What follows belongs to an exercise in optimizing a design on an open flow for small area; a production flow would make more cautious choices. Only simulation tests tie the RTL to the original design; equivalence was not proved. Power and IR drop assume default switching activity.

==> inputs of job 8675 <==
Design tally_block, start of the top module:
module tally_block #(
    parameter integer NT = 2,
    parameter integer NP = 4
) (
    input  wire          clk,
    input  wire          rst,
    input  wire          we,
    input  wire          re,
    input  wire [11:0]   addr,
    input  wire [31:0]   wdata,
    output reg  [31:0]   rdata,
    input  wire [7:0]    tb_evt,
    input  wire [31:0]   car_evt,
    input  wire          grid_evt,
    output wire [NP-1:0] tal_pin,
    output wire [NP-1:0] tal_oe,
    output wire [NT-1:0] trig
);
    wire [NT-1:0] out, zero_q, late_set, slip_set;
    wire [31:0]   t_rdata [0:NT-1];
    genvar t;
    generate
        for (t = 0; t < NT; t = t + 1) begin : g_tim
            tally_timer #(.IDX(t), .NT(NT)) u_tim (
                .clk      (clk),
                .rst      (rst),
                .wr       (we && addr[11:10] == 2'b00 && addr[9:6] == t),
                .woff     (addr[5:2]),
                .wdata    (wdata),
                .roff     (addr[5:2]),
                .rdata    (t_rdata[t]),
                .tb_evt   (tb_evt),
                .car_evt  (car_evt),
                .grid_evt (grid_evt),
                .zero_q   (zero_q),
                .out      (out[t]),
                .zero_evt (zero_q[t]),
                .trig     (trig[t]),
                .late_set (late_set[t]),
                .slip_set (slip_set[t])
            );
        end
    endgenerate
    reg       pin_sel [0:NP-1];
    reg       pin_inv [0:NP-1];
    reg       pin_oe  [0:NP-1];
    genvar p;
    generate
        for (p = 0; p < NP; p = p + 1) begin : g_pin
            assign tal_pin[p] = out[pin_sel[p]] ^ pin_inv[p];
            assign tal_oe[p]  = pin_oe[p];
        end
    endgenerate
    reg [NT-1:0] late, slip;
    wire wr_late = we && addr == 12'hF00;
    wire wr_slip = we && addr == 12'hF08;
    integer i;
    always @(posedge clk) begin
        if (rst) begin
            late <= {NT{1'b0}};
            slip <= {NT{1'b0}};
            for (i = 0; i < NP; i = i + 1) begin
                pin_sel[i] <= 1'b0;
                pin_inv[i] <= 1'b0;
                pin_oe[i]  <= 1'b0;
            end
        end else begin
  ...
Settings: LEC_CHECK=0, ABC_AREA=1, CAP_MARGIN=20, CORE_MARGIN=2, CORE_UTILIZATION=40, CTS_BUF_LIST=sky130_fd_sc_hd__clkbuf_4 sky130_fd_sc_hd__clkbuf_8, GPL_TIMING_DRIVEN=0, PLACE_DENSITY=0.6, SLEW_MARGIN=20; clock period 25.0 ns.
standard.sh (not shown) runs the stock make flow with config.mk's settings and CLKGATE_MAP_FILE= SYNTH_SCRIPT=/design/flow/synth_recipe.tcl, a recipe that flattens the netlist after the stock synthesis.
==> flow/flow/run.sh <==
#!/bin/bash
# Own layout flow: the standard flow, except that the synthesis maps the
# logic with an area-oriented ABC script (flow/area.script) in place of the
# one ORFS picks. Everything else (the Yosys passes before ABC, the register
# names, floorplan, power grid, placement, CTS and routing) is the standard flow.
set -euo pipefail
W=$PWD
# synthesis script: ORFS's synth.tcl with only the ABC script replaced
sed 's|log_cmd abc {\*}$abc_args|log_cmd abc {*}[lreplace $abc_args 1 1 $::env(MY_ABC_SCRIPT)]|' \
    "$FLOW_HOME/scripts/synth.tcl" > "$W/own_synth_core.tcl"
grep -q MY_ABC_SCRIPT "$W/own_synth_core.tcl"
sed "s|source \$::env(SCRIPTS_DIR)/synth.tcl|source $W/own_synth_core.tcl|" \
    "$W/synth_recipe.tcl" > "$W/own_synth.tcl"
grep -q own_synth_core "$W/own_synth.tcl"
sed "s|SYNTH_SCRIPT=[^ ]*|SYNTH_SCRIPT=$W/own_synth.tcl|" "$W/standard.sh" > "$W/own_standard.sh"
grep -q own_synth.tcl "$W/own_standard.sh"
export MY_ABC_SCRIPT="$W/flow/area.script"
bash "$W/own_standard.sh" finish > "$W/own_flow_make.log" 2>&1
test -f "$W/out/final.def"
==> flow/flow/area.script <==
strash
ifraig
scorr
dc2
strash
&get -n
&st
&syn2
&dch
&nf -R 50
&put
buffer -c
topo
upsize -c
dnsize -c
==> inputs of job 2919, as changes to job 8675 <==
--- a/flow/design.v
+++ b/flow/design.v
@@ -2,16 +2,18 @@
     parameter integer IDX = 0,       
     parameter integer NT  = 2        
 ) (
     input  wire          clk,
     input  wire          rst,
     input  wire          wr,
     input  wire [3:0]    woff,       
     input  wire [31:0]   wdata,
+    input  wire [31:0]   wd0,        
+    input  wire [31:0]   wd1,        
     input  wire [3:0]    roff,
     output reg  [31:0]   rdata,
     input  wire [7:0]    tb_evt,     
     input  wire [31:0]   car_evt,    
     input  wire          grid_evt,   
     input  wire [NT-1:0] zero_q,     
     output reg           out,
     output reg           zero_evt,   
@@ -49,26 +51,29 @@
     assign wr_cmp[3] = wr && woff == 4'h7;
     wire cfg_bad = (wdata[3:2] == 2'd3) ||
                    (IDX == 0 && wdata[3:2] == 2'd2) ||
                    (en && (wdata[1] != mode || wdata[3:2] != tsrc ||
                            wdata[6:4] != tbsel || wdata[31:16] != presc));
     wire cfg_ok  = wr_cfg && !cfg_bad;
     wire sync_ok = wr_sync && !wdata[7] && !(wdata[6] && wdata[5] && |wdata[4:1]) &&
                    wdata[7:0] != IDX + 1;
-    wire        mode_n    = cfg_ok ? wdata[1]     : mode;
-    wire [1:0]  tsrc_n    = cfg_ok ? wdata[3:2]   : tsrc;
-    wire [2:0]  tbsel_n   = cfg_ok ? wdata[6:4]   : tbsel;
-    wire [15:0] presc_n   = cfg_ok ? wdata[31:16] : presc;
-    wire [7:0]  act_n     = wr_act ? wdata[7:0]   : act;
-    wire [1:0]  zact_n    = wr_act ? wdata[9:8]   : zact;
-    wire [7:0]  edg_n     = wr_act ? wdata[17:10] : edg;
-    wire [2:0]  trigsel_n = wr_act ? wdata[20:18] : trigsel;
-    wire [6:0]  syncsrc_n = sync_ok ? wdata[6:0]  : syncsrc;
-    wire        once_n    = sync_ok ? wdata[8]    : once;
+    wire        ld_cfg    = cfg_ok || rst;
+    wire        ld_act    = wr_act || rst;
+    wire        ld_sync   = sync_ok || rst;
+    wire        mode_n    = ld_cfg ? wd0[1]     : mode;
+    wire [1:0]  tsrc_n    = ld_cfg ? wd0[3:2]   : tsrc;
+    wire [2:0]  tbsel_n   = ld_cfg ? wd0[6:4]   : tbsel;
+    wire [15:0] presc_n   = ld_cfg ? wd0[31:16] : presc;
+    wire [7:0]  act_n     = ld_act ? wd0[7:0]   : act;
+    wire [1:0]  zact_n    = ld_act ? wd0[9:8]   : zact;
+    wire [7:0]  edg_n     = ld_act ? wd0[17:10] : edg;
+    wire [2:0]  trigsel_n = ld_act ? wd0[20:18] : trigsel;
+    wire [6:0]  syncsrc_n = ld_sync ? wd0[6:0]  : syncsrc;
+    wire        once_n    = ld_sync ? wd0[8]    : once;
     wire        once_done_pre = sync_ok ? 1'b0 : once_done;
     wire start   = cfg_ok && wdata[0] && !en;
     wire stop    = cfg_ok && !wdata[0];
     wire en_eff  = en && !stop;
     wire en_next = start || en_eff;
     reg src_ev;
     always @(*) begin
         case (tsrc)
@@ -154,17 +159,17 @@
     wire        eqw = wdata == cn;
     wire        mv  = tick && !restart;
     always @(posedge clk) begin
         su_q <= inu; sd_q <= ind; zu_q <= d0u; zd_q <= d0d;
     end
     genvar g;
     generate
         for (g = 0; g < 4; g = g + 1) begin : g_pt
-            always @(*) cmp_n[g] = wr_cmp[g] ? wdata : cmp[g];
+            always @(*) cmp_n[g] = (wr_cmp[g] || rst) ? wd1 : cmp[g];
             tally_point u_pt (
                 .cc(cmp_n[g]), .cn(cn), .dn(dn), .updn(updn), .edg(edg_n[2*g +: 2]),
                 .wrk(wr_cmp[g] || wr_act), .wc(wr_cmp[g]), .eqw(eqw), .rsz(restart), .mv(mv),
                 .su(su_q[g]), .sd(sd_q[g]), .zu(zu_q[g]), .zd(zd_q[g]),
                 .cn_lt_h(cn_lt_h), .flag(flag),
                 .t2(t2), .cin2(cin2), .pol2(pol2), .frc2(frc2), .frcv2(frcv2),
                 .t3(t3), .cin3(cin3), .pol3(pol3), .frc3(frc3), .frcv3(frcv3),
                 .fu(fu[g]), .fd(fd[g]), .late(lt[g]),
@@ -206,35 +211,25 @@
             3'd4:    trig_n = fire[2];
             3'd5:    trig_n = fire[3];
             default: trig_n = 1'b0;
         endcase
     end
     integer m;
     always @(posedge clk) begin
         if (rst) begin
-            en <= 1'b0; mode <= 1'b0; tsrc_r <= 2'd0; tbsel <= 3'd0; presc <= 16'd0;
-            rld <= 32'hFFFF_FFFF; rld_stg <= 32'hFFFF_FFFF; pend <= 1'b0;
-            for (m = 0; m < 4; m = m + 1)
-                cmp[m] <= 32'hFFFF_FFFF;
-            act <= 8'd0; zact <= 2'd0; edg <= 8'd0; trigsel <= 3'd0; outinit <= 1'b0;
-            syncsrc <= 7'd0; once <= 1'b0; once_done <= 1'b0;
+            en <= 1'b0;
+            rld <= 32'hFFFF_FFFF; pend <= 1'b0;
+            once_done <= 1'b0;
             c <= 33'd0; dir <= 1'b0; pc <= 16'd0; out <= 1'b0; zero_evt <= 1'b0; trig <= 1'b0;
         end else begin
             en <= en_next;
-            mode <= mode_n; tsrc_r <= tsrc_n; tbsel <= tbsel_n; presc <= presc_n;
-            act <= act_n; zact <= zact_n; edg <= edg_n; trigsel <= trigsel_n;
-            if (wr_act) outinit <= wdata[21];
-            syncsrc <= syncsrc_n; once <= once_n;
             once_done <= once_done_pre || (syncev && once_n);
-            for (m = 0; m < 4; m = m + 1)
-                cmp[m] <= cmp_n[m];
             rld <= rld_n;
             if (wr_rld) begin
-                rld_stg <= (wdata[31:1] == 31'd0) ? 32'd2 : wdata;
                 pend    <= 1'b1;
             end else if (reload) begin
                 pend    <= 1'b0;
             end
             if (conv) begin
                 c   <= tup[32:0];
                 dir <= !mode;
             end else begin
@@ -245,16 +240,26 @@
                 pc <= 16'd0;
             else if (srcev)
                 pc <= pc_end ? 16'd0 : pc_inc;
             out      <= out_n;
             zero_evt <= zero;
             trig     <= trig_n;
         end
     end
+    always @(posedge clk) begin
+        mode <= mode_n; tsrc_r <= tsrc_n; tbsel <= tbsel_n; presc <= presc_n;
+        act <= act_n; zact <= zact_n; edg <= edg_n; trigsel <= trigsel_n;
+        if (ld_act) outinit <= wd0[21];
+        syncsrc <= syncsrc_n; once <= once_n;
+        for (m = 0; m < 4; m = m + 1)
+            cmp[m] <= cmp_n[m];
+        if (wr_rld || rst)
+            rld_stg <= (wd1[31:1] == 31'd0) ? 32'd2 : wd1;
+    end
     always @(*) begin
         case (roff)
             4'h0:    rdata = {presc, 9'd0, tbsel, tsrc, mode, en};
             4'h1:    rdata = pend ? rld_stg : rld;
             4'h2:    rdata = c[31:0];
             4'h3:    rdata = {28'd0, once_done, pend, out, dir};
             4'h4:    rdata = cmp[0];
             4'h5:    rdata = cmp[1];
@@ -417,26 +422,30 @@
     input  wire [7:0]    tb_evt,
     input  wire [31:0]   car_evt,
     input  wire          grid_evt,
     output wire [NP-1:0] tal_pin,
     output wire [NP-1:0] tal_oe,
     output wire [NT-1:0] trig
 );
     wire [NT-1:0] out, zero_q, late_set, slip_set;
+    wire [31:0]   wd0 = wdata & {32{!rst}};
+    wire [31:0]   wd1 = wdata | {32{rst}};
     wire [31:0]   t_rdata [0:NT-1];
     genvar t;
     generate
         for (t = 0; t < NT; t = t + 1) begin : g_tim
             tally_timer #(.IDX(t), .NT(NT)) u_tim (
                 .clk      (clk),
                 .rst      (rst),
                 .wr       (we && addr[11:10] == 2'b00 && addr[9:6] == t),
                 .woff     (addr[5:2]),
                 .wdata    (wdata),
+                .wd0      (wd0),
+                .wd1      (wd1),
                 .roff     (addr[5:2]),
                 .rdata    (t_rdata[t]),
                 .tb_evt   (tb_evt),
                 .car_evt  (car_evt),
                 .grid_evt (grid_evt),
                 .zero_q   (zero_q),
                 .out      (out[t]),
                 .zero_evt (zero_q[t]),
@@ -459,30 +468,27 @@
     reg [NT-1:0] late, slip;
     wire wr_late = we && addr == 12'hF00;
     wire wr_slip = we && addr == 12'hF08;
     integer i;
     always @(posedge clk) begin
         if (rst) begin
             late <= {NT{1'b0}};
             slip <= {NT{1'b0}};
-            for (i = 0; i < NP; i = i + 1) begin
-                pin_sel[i] <= 1'b0;
-                pin_inv[i] <= 1'b0;
-                pin_oe[i]  <= 1'b0;
-            end
         end else begin
             late <= (late & ~(wr_late ? wdata[NT-1:0] : {NT{1'b0}})) | late_set;
             slip <= (slip & ~(wr_slip ? wdata[NT-1:0] : {NT{1'b0}})) | slip_set;
-            for (i = 0; i < NP; i = i + 1) begin
-                if (we && addr == 12'h800 + 4 * i) begin
-                    pin_sel[i] <= |wdata[5:0];
-                    pin_inv[i] <= wdata[6];
-                    pin_oe[i]  <= wdata[7];
-                end
+        end
+    end
+    always @(posedge clk) begin
+        for (i = 0; i < NP; i = i + 1) begin
+            if ((we && addr == 12'h800 + 4 * i) || rst) begin
+                pin_sel[i] <= |wd0[5:0];
+                pin_inv[i] <= wd0[6];
+                pin_oe[i]  <= wd0[7];
             end
         end
     end
     reg [31:0] rd_n;
     always @(*) begin
         rd_n = 32'd0;
         if (addr[11:10] == 2'b00 && addr[9:6] < NT)
             rd_n = t_rdata[addr[9:6]];
--- a/flow/flow/run.sh
+++ b/flow/flow/run.sh
@@ -9,11 +9,12 @@
 sed 's|log_cmd abc {\*}$abc_args|log_cmd abc {*}[lreplace $abc_args 1 1 $::env(MY_ABC_SCRIPT)]|' \
     "$FLOW_HOME/scripts/synth.tcl" > "$W/own_synth_core.tcl"
 grep -q MY_ABC_SCRIPT "$W/own_synth_core.tcl"
 sed "s|source \$::env(SCRIPTS_DIR)/synth.tcl|source $W/own_synth_core.tcl|" \
     "$W/synth_recipe.tcl" > "$W/own_synth.tcl"
 grep -q own_synth_core "$W/own_synth.tcl"
 sed "s|SYNTH_SCRIPT=[^ ]*|SYNTH_SCRIPT=$W/own_synth.tcl|" "$W/standard.sh" > "$W/own_standard.sh"
 grep -q own_synth.tcl "$W/own_standard.sh"
+export CTS_ARGS="-sink_clustering_enable -repair_clock_nets -buf_list {sky130_fd_sc_hd__clkbuf_4 sky130_fd_sc_hd__clkbuf_8} -dont_use_dummy_load"
 export MY_ABC_SCRIPT="$W/flow/area.script"
 bash "$W/own_standard.sh" finish > "$W/own_flow_make.log" 2>&1
 test -f "$W/out/final.def"
CTS_BUF_LIST = sky130_fd_sc_hd__clkbuf_8   (was sky130_fd_sc_hd__clkbuf_4 sky130_fd_sc_hd__clkbuf_8)
CTS_CLUSTER_DIAMETER = 80   (was unset)
CTS_CLUSTER_SIZE = 30   (was unset)
GPL_TIMING_DRIVEN = unset   (was 0)
==> inputs of job 8100, as changes to job 8675 <==
--- a/flow/design.v
+++ b/flow/design.v
@@ -66,36 +66,35 @@
     wire        once_n    = sync_ok ? wdata[8]    : once;
     wire        once_done_pre = sync_ok ? 1'b0 : once_done;
     wire start   = cfg_ok && wdata[0] && !en;
     wire stop    = cfg_ok && !wdata[0];
     wire en_eff  = en && !stop;
     wire en_next = start || en_eff;
     reg src_ev;
     always @(*) begin
-        case (tsrc)
+        case (tsrc_n)
             2'd0:    src_ev = 1'b1;
-            2'd1:    src_ev = tb_evt[tbsel];
+            2'd1:    src_ev = tb_evt[tbsel_n];
             2'd2:    src_ev = (IDX > 0) ? zero_q[(IDX > 0) ? IDX - 1 : 0] : 1'b0;
             default: src_ev = 1'b0;
         endcase
     end
     wire srcev = en_eff && src_ev;
     reg  [15:0] pc_inc;
     reg         pcc;
     integer q;
     always @(*) begin
         pcc = 1'b1;
         for (q = 0; q < 16; q = q + 1) begin
             pc_inc[q] = pc[q] ^ pcc;
             pcc = pcc & pc[q];
         end
     end
-    wire pc_end = pc == presc;
-    wire tick  = srcev && pc_end;
+    wire tick  = srcev && pc == presc_n;
     reg sync_hit;
     always @(*) begin
         sync_hit = 1'b0;
         if (!syncsrc_n[6]) begin
             if (syncsrc_n[5:0] == 6'd1)      sync_hit = zero_q[0];
             else if (syncsrc_n[5:0] == 6'd2) sync_hit = zero_q[1];
         end else if (syncsrc_n[5:0] == 6'd33) begin
             sync_hit = grid_evt;
@@ -108,72 +107,62 @@
     wire        wrap    = tick && (mode ? (dir && c[31:0] == 32'd1) : c_is_r);
     wire        turn    = tick && mode && !dir && c_is_r;
     wire        zero    = syncev || wrap;
     wire        c_nz    = c[31:0] != 32'd0;
     assign      slip_set = syncev && c_nz && !wrap;
     wire        reload  = (zero || start) && pend;
     wire        restart = zero || start;      
     wire [31:0] rld_n   = reload ? rld_stg : rld;
-    wire        down    = dir || (mode && c_is_r);
+    wire        down    = dir || turn;
     reg  [31:0] c_step;
     reg         stc;
     integer b;
     always @(*) begin
         stc = 1'b1;
         for (b = 0; b < 32; b = b + 1) begin
             c_step[b] = c[b] ^ stc;
             stc = stc & (c[b] ^ down);
         end
     end
     wire [31:0] cn      = restart ? 32'd0 : tick ? c_step : c[31:0];
     wire        dn      = restart ? 1'b0 : (dir || turn);
     wire        updn    = mode_n;
     wire [31:0] t2, t3;
     wire        cin2, pol2, frc2, frcv2, cin3, pol3, frc3, frcv3;
     wire [33:0] tup;
-    reg         lth0_q, lth1_q, fl0_q, fl1_q, big0_q, big1_q;
-    wire        lth0, lth1, fl0, fl1, big0, big1;
+    reg         lth0_q, lth1_q, fl0_q, fl1_q;
+    wire        lth0, lth1, fl0, fl1;
     wire        cn_lt_h = restart || (tick ? lth1_q : lth0_q);             
     wire        flag    = tick ? (turn ? |rld[31:2] : fl1_q) : fl0_q;      
-    wire        big     = tick ? (!turn && big1_q) : big0_q;              
     tally_bounds u_bnd (
         .a({!en_next & c[32], cn}), .hsel(en_next), .rr(rld_n), .updn(updn), .dn(dn),
-        .flag(flag), .cn_lt_h(cn_lt_h), .big(big),
+        .flag(flag), .cn_lt_h(cn_lt_h),
         .t2(t2), .cin2(cin2), .pol2(pol2), .frc2(frc2), .frcv2(frcv2),
         .t3(t3), .cin3(cin3), .pol3(pol3), .frc3(frc3), .frcv3(frcv3),
-        .lth0(lth0), .lth1(lth1), .fl0(fl0), .fl1(fl1), .big0(big0), .big1(big1), .tup(tup)
+        .lth0(lth0), .lth1(lth1), .fl0(fl0), .fl1(fl1), .tup(tup)
     );
     always @(posedge clk) begin
         lth0_q <= lth0; lth1_q <= lth1; fl0_q <= fl0; fl1_q <= fl1;
-        big0_q <= big0; big1_q <= big1;
     end
     wire        conv    = cfg_ok && !start && (wdata[1] != mode) &&
                           (mode ? dir : fl0);
+    wire        cn_is_r = cn == rld_n;
     reg  [31:0] cmp_n  [0:3];
-    wire [3:0]  fu, fd, lt, inu, ind, d0u, d0d;
-    reg  [3:0]  su_q, sd_q, zu_q, zd_q;
-    wire        eqw = wdata == cn;
-    wire        mv  = tick && !restart;
-    always @(posedge clk) begin
-        su_q <= inu; sd_q <= ind; zu_q <= d0u; zd_q <= d0d;
-    end
+    wire [3:0]  fu, fd, lt;
     genvar g;
     generate
         for (g = 0; g < 4; g = g + 1) begin : g_pt
             always @(*) cmp_n[g] = wr_cmp[g] ? wdata : cmp[g];
             tally_point u_pt (
                 .cc(cmp_n[g]), .cn(cn), .dn(dn), .updn(updn), .edg(edg_n[2*g +: 2]),
-                .wrk(wr_cmp[g] || wr_act), .wc(wr_cmp[g]), .eqw(eqw), .rsz(restart), .mv(mv),
-                .su(su_q[g]), .sd(sd_q[g]), .zu(zu_q[g]), .zd(zd_q[g]),
-                .cn_lt_h(cn_lt_h), .flag(flag),
+                .wrk(wr_cmp[g] || wr_act), .cn_is_r(cn_is_r), .cn_lt_h(cn_lt_h), .flag(flag),
                 .t2(t2), .cin2(cin2), .pol2(pol2), .frc2(frc2), .frcv2(frcv2),
                 .t3(t3), .cin3(cin3), .pol3(pol3), .frc3(frc3), .frcv3(frcv3),
-                .fu(fu[g]), .fd(fd[g]), .late(lt[g]),
-                .in_u(inu[g]), .in_d(ind[g]), .d0_u(d0u[g]), .d0_d(d0d[g])
+                .fu(fu[g]), .fd(fd[g]), .late(lt[g])
             );
         end
     endgenerate
     wire [3:0] fire = {4{en_next && (wr_act || restart || tick)}} & (fu | fd) |
                       {4{en_next}} & wr_cmp & (fu | fd);
     assign late_set = en_next && |lt;
     reg act_set, act_clr, act_tog;
     reg out_n;
@@ -239,17 +228,17 @@
                 dir <= !mode;
             end else begin
                 c   <= {(en_next ? 1'b0 : c[32]), cn};
                 dir <= dn;
             end
             if (start || syncev)
                 pc <= 16'd0;
             else if (srcev)
-                pc <= pc_end ? 16'd0 : pc_inc;
+                pc <= (pc == presc_n) ? 16'd0 : pc_inc;
             out      <= out_n;
             zero_evt <= zero;
             trig     <= trig_n;
         end
     end
     always @(*) begin
         case (roff)
             4'h0:    rdata = {presc, 9'd0, tbsel, tsrc, mode, en};
@@ -271,27 +260,24 @@
 ) (
     input  wire [W:0]   a,
     input  wire         hsel,
     input  wire [W-1:0] rr,
     input  wire         updn,
     input  wire         dn,
     input  wire         flag,       
     input  wire         cn_lt_h,    
-    input  wire         big,        
     output reg  [W-1:0] t2,
     output reg          cin2, pol2, frc2, frcv2,
     output reg  [W-1:0] t3,
     output reg          cin3, pol3, frc3, frcv3,
     output wire         lth0,       
     output wire         lth1,       
     output wire         fl0,        
     output wire         fl1,        
-    output wire         big0,       
-    output wire         big1,       
     output wire [W+1:0] tup
 );
     function automatic [W+1:0] add34(input [W+1:0] a, input [W+1:0] b, input cin);
         integer i;
         reg c;
         begin
             c = cin;
             for (i = 0; i < W+2; i = i + 1) begin
@@ -303,106 +289,92 @@
     wire [W+1:0] dlo  = add34({2'b0, a[W-1:0]}, ~{3'b0, rr[W-1:1]}, !(!updn & rr[0]));   
     assign lth0       = dlo[W+1];
     assign lth1       = dlo[W+1] && !(&dlo[W:0]);
     wire [W+1:0] esum = add34({1'b0, a}, {3'b0, rr[W-1:1] & {(W-1){hsel}}}, hsel & !updn);
     wire [W+1:0] ex   = add34(esum, ~{2'b0, rr}, 1'b0);                                
     assign fl0        = !ex[W+1];
     assign fl1        = !ex[W+1] && (|ex[W:0]);
     assign tup        = add34({2'b0, rr}, ~ex, 1'b0);                                  
-    assign big0       = tup[W+1] | tup[W];
-    assign big1       = big0 | (&tup[W-1:0]);
     always @(*) begin
         t2 = dlo[W-1:0]; cin2 = 1'b1; pol2 = 1'b0; frc2 = 1'b0; frcv2 = 1'b0;
         t3 = ~dlo[W-1:0]; cin3 = 1'b1; pol3 = 1'b1; frc3 = 1'b0; frcv3 = 1'b0;
         if (!updn) begin
             if (cn_lt_h) begin
                 t2 = rr;          cin2 = 1'b1; pol2 = 1'b1;
                 t3 = esum[W-1:0]; cin3 = 1'b1; pol3 = 1'b0;
             end else begin
                 t2 = dlo[W-1:0];  cin2 = 1'b1; pol2 = 1'b0;
             end
         end else if (!dn) begin
             t2 = dlo[W-1:0];      cin2 = 1'b1; pol2 = 1'b0; frc2 = cn_lt_h; frcv2 = 1'b1;
-            if (cn_lt_h) begin
-                t3 = ~dlo[W-1:0]; cin3 = 1'b1; pol3 = 1'b1;
-            end else begin
-                t3 = rr;          cin3 = 1'b0; pol3 = 1'b0;
-            end
+            t3 = ~dlo[W-1:0];     cin3 = 1'b1; pol3 = 1'b1; frc3 = !cn_lt_h; frcv3 = 1'b0;
         end else begin
-            t2 = tup[W-1:0];      cin2 = 1'b1; pol2 = 1'b0; frc2 = big; frcv2 = 1'b0;
+            t2 = tup[W-1:0];      cin2 = 1'b1; pol2 = 1'b0; frc2 = tup[W+1] | tup[W]; frcv2 = 1'b0;
             if (flag) begin
                 t3 = rr;          cin3 = 1'b1; pol3 = 1'b1;
             end else begin
                 t3 = esum[W-1:0]; cin3 = 1'b0; pol3 = 1'b1;
             end
         end
     end
 endmodule
 module tally_point #(
     parameter integer W = 32
 ) (
     input  wire [W-1:0] cc,
     input  wire [W-1:0] cn,
     input  wire        dn,
     input  wire        updn,
     input  wire [1:0]  edg,
-    input  wire        wrk,        
-    input  wire        wc,         
-    input  wire        eqw,        
-    input  wire        rsz,        
-    input  wire        mv,         
-    input  wire        su, sd,     
-    input  wire        zu, zd,     
+    input  wire        wrk,
+    input  wire        cn_is_r,
     input  wire        cn_lt_h,
     input  wire        flag,
     input  wire [W-1:0] t2,
     input  wire        cin2, pol2, frc2, frcv2,
     input  wire [W-1:0] t3,
     input  wire        cin3, pol3, frc3, frcv3,
     output wire        fu,
     output wire        fd,
-    output wire        late,
-    output reg         in_u,
-    output reg         in_d,
-    output wire        d0_u,
-    output wire        d0_d
+    output wire        late
 );
     function automatic lt_chain(input [W-1:0] a, input [W-1:0] b, input cin);
         integer i;
         reg c;
         begin
             c = cin;
             for (i = 0; i < W; i = i + 1)
                 c = (~a[i] & b[i]) | (~a[i] & c) | (b[i] & c);
             lt_chain = c;
         end
     endfunction
+    wire k1eq = cc == cn;
     wire k1r  = lt_chain(cc, cn, !dn);            
     wire k2r  = lt_chain(cc, t2, cin2);
     wire k3r  = lt_chain(cc, t3, cin3);
     wire k2   = frc2 ? frcv2 : (pol2 ? k2r : !k2r);
     wire k3   = frc3 ? frcv3 : (pol3 ? k3r : !k3r);
     wire zc   = cc == {W{1'b0}};
+    reg  in_u, in_d;
     always @(*) begin
         if (!updn) begin
             in_u = cn_lt_h ? (k1r || (k2 && k3)) : (k1r && k2);
             in_d = 1'b0;
         end else if (!dn) begin
             in_u = k1r && k2;
-            in_d = cn_lt_h ? (!zc && k3) : (k3 && k1r);    
+            in_d = !zc && k3;
         end else begin
             in_u = flag && k2 && k3;
             in_d = !k1r && k3;
         end
     end
-    wire top   = updn && !dn && !cn_lt_h && k3 && k1r;       
-    assign d0_u = rsz ? zc : wc ? (!dn && eqw) : mv ? (in_u && !su) : zu;
-    assign d0_d = rsz ? 1'b0 : wc ? (dn ? eqw : top) : mv ? (in_d && !sd) : zd;
-    wire any   = !updn || zc || top;
+    wire d0_u  = !dn && k1eq;
+    wire d0_d  = dn && k1eq;
+    wire any   = !updn || zc || (!dn && k1eq && cn_is_r);
     wire up_en = edg[0] || (any && edg[1]);
     assign fu   = up_en && (wrk ? in_u : d0_u);
     assign fd   = edg[1] && (wrk ? in_d : d0_d);
     assign late = wrk && ((fu && !d0_u) || (fd && !d0_d));
 endmodule
 module tally_block #(
     parameter integer NT = 2,
     parameter integer NP = 4
==> flow/flow/area.script (replaced) <==
strash
ifraig
scorr
dc2
strash
&get -n
&st
&syn2
&dch
&nf -a
&put
CTS_BUF_LIST = unset   (was sky130_fd_sc_hd__clkbuf_4 sky130_fd_sc_hd__clkbuf_8)
GPL_TIMING_DRIVEN = unset   (was 0)
==> summary of the runs <==
Job 8675 completed, yet does not pass: negative setup slack. Job 8100 went through all stages and came out clean. Job 2919 finished clean. Between job 8100 and job 2919, the lower clock power is in job 2919 (gap about 33%, measured against job 2919). Of job 8100 and job 2919, job 2919 has the higher critical path depth (gap 3). The lowest hold slack belongs to job 8100, the highest to job 2919. Register-to-register slack: job 8675 < job 2919 < job 8100. Worst setup slack: job 2919 > job 8100 > job 8675. Global-route usage, lowest first: job 2919, job 8100, job 8675. Against job 2919, the sequential share of layout area of job 8675 is lower by 2.6 points. Sequential power, highest first: job 2919, job 8675, job 8100.
==> figures <==
Outcome: job 8100 timing/DRC/antenna clean; job 8675 finished with violations; job 2919 timing/DRC/antenna clean
Violated checks: job 8100 -; job 8675 negative setup slack; job 2919 -
Fraction of the yosys area taken by sequential cells: job 8100 0.239; job 8675 0.259; job 2919 0.285
Fill cells: job 8100 13,200; job 8675 13,300; job 2919 12,900
WL per Instance: job 8100 33.4 um; job 8675 41.3 um; job 2919 32.3 um
P_sw: job 8100 695 uW; job 8675 775 uW; job 2919 786 uW
Final-layout non-clock buffer area share: job 8100 0.106; job 8675 0.0748; job 2919 0.0956
First-pass GRT wire length: job 8100 440 mm; job 8675 487 mm; job 2919 392 mm
Sequential portion of the cell area: job 8100 0.192; job 8675 0.218; job 2919 0.244
Post-synthesis cell count: job 8100 6,606; job 8675 6,550; job 2919 6,367
Final worst slack: job 8100 354 ps; job 8675 -137 ps; job 2919 482 ps
Flop2flop setup slack: job 8100 4820 ps; job 8675 3590 ps; job 2919 4500 ps
Netlist area before placement: job 8100 54,800 um^2; job 8675 53,400 um^2; job 2919 52,800 um^2
Post-cts repair resize count: job 8100 35; job 8675 235; job 2919 32
Row Count: job 8100 135; job 8675 134; job 2919 133
Final core occ: job 8100 0.503; job 8675 0.477; job 2919 0.469
Antenna violations before repair: job 8100 16; job 8675 39; job 2919 9
Proportion of synthesized area in mux cells: job 8100 0.0959; job 8675 0.101; job 2919 0.0329
Total power divided by cell area: job 8100 37.0 nW/um^2; job 8675 41.6 nW/um^2; job 2919 41.3 nW/um^2

-- static timing again, ports no longer ideal --
In the flow no input, the clock included, has a driving cell. The finished layouts below were timed again as built, in two steps.
Step 1 assumes that a clkbuf_16 drives the clock port and a buf_2 every other input.
Step 2 moves the port delays by t, midway between the first and last clock arrival at a register: inputs arrive t later, outputs are due t later. That takes back most of the time a late clock gives input paths.
a / b / c = ideal ports / drivers / drivers and shift; a / b = the first two.
run | shift t [ns] | setup WS [ns] | hold WS [ns] | worst register clock-pin slew, ns | pins driven straight from the clock port
job 8675 | 1.018 | -0.137 / -0.065 / -1.083 | 0.457 / 0.457 / 0.457 | 0.08 / 0.08 | 1
job 2919 | 0.930 | 0.482 / 0.523 / -0.408 | 0.462 / 0.462 / 0.462 | 0.06 / 0.06 | 1
job 8100 | 0.805 | 0.354 / 0.410 / -0.395 | 0.452 / 0.452 / 0.452 | 0.07 / 0.07 | 1
Met with ideal ports but missed after step 2: setup timing in job 2919 and job 8100. For job 8675, which loses most, drivers alone change the setup slack by +0.072 ns; drivers and shift together by -0.946 ns.
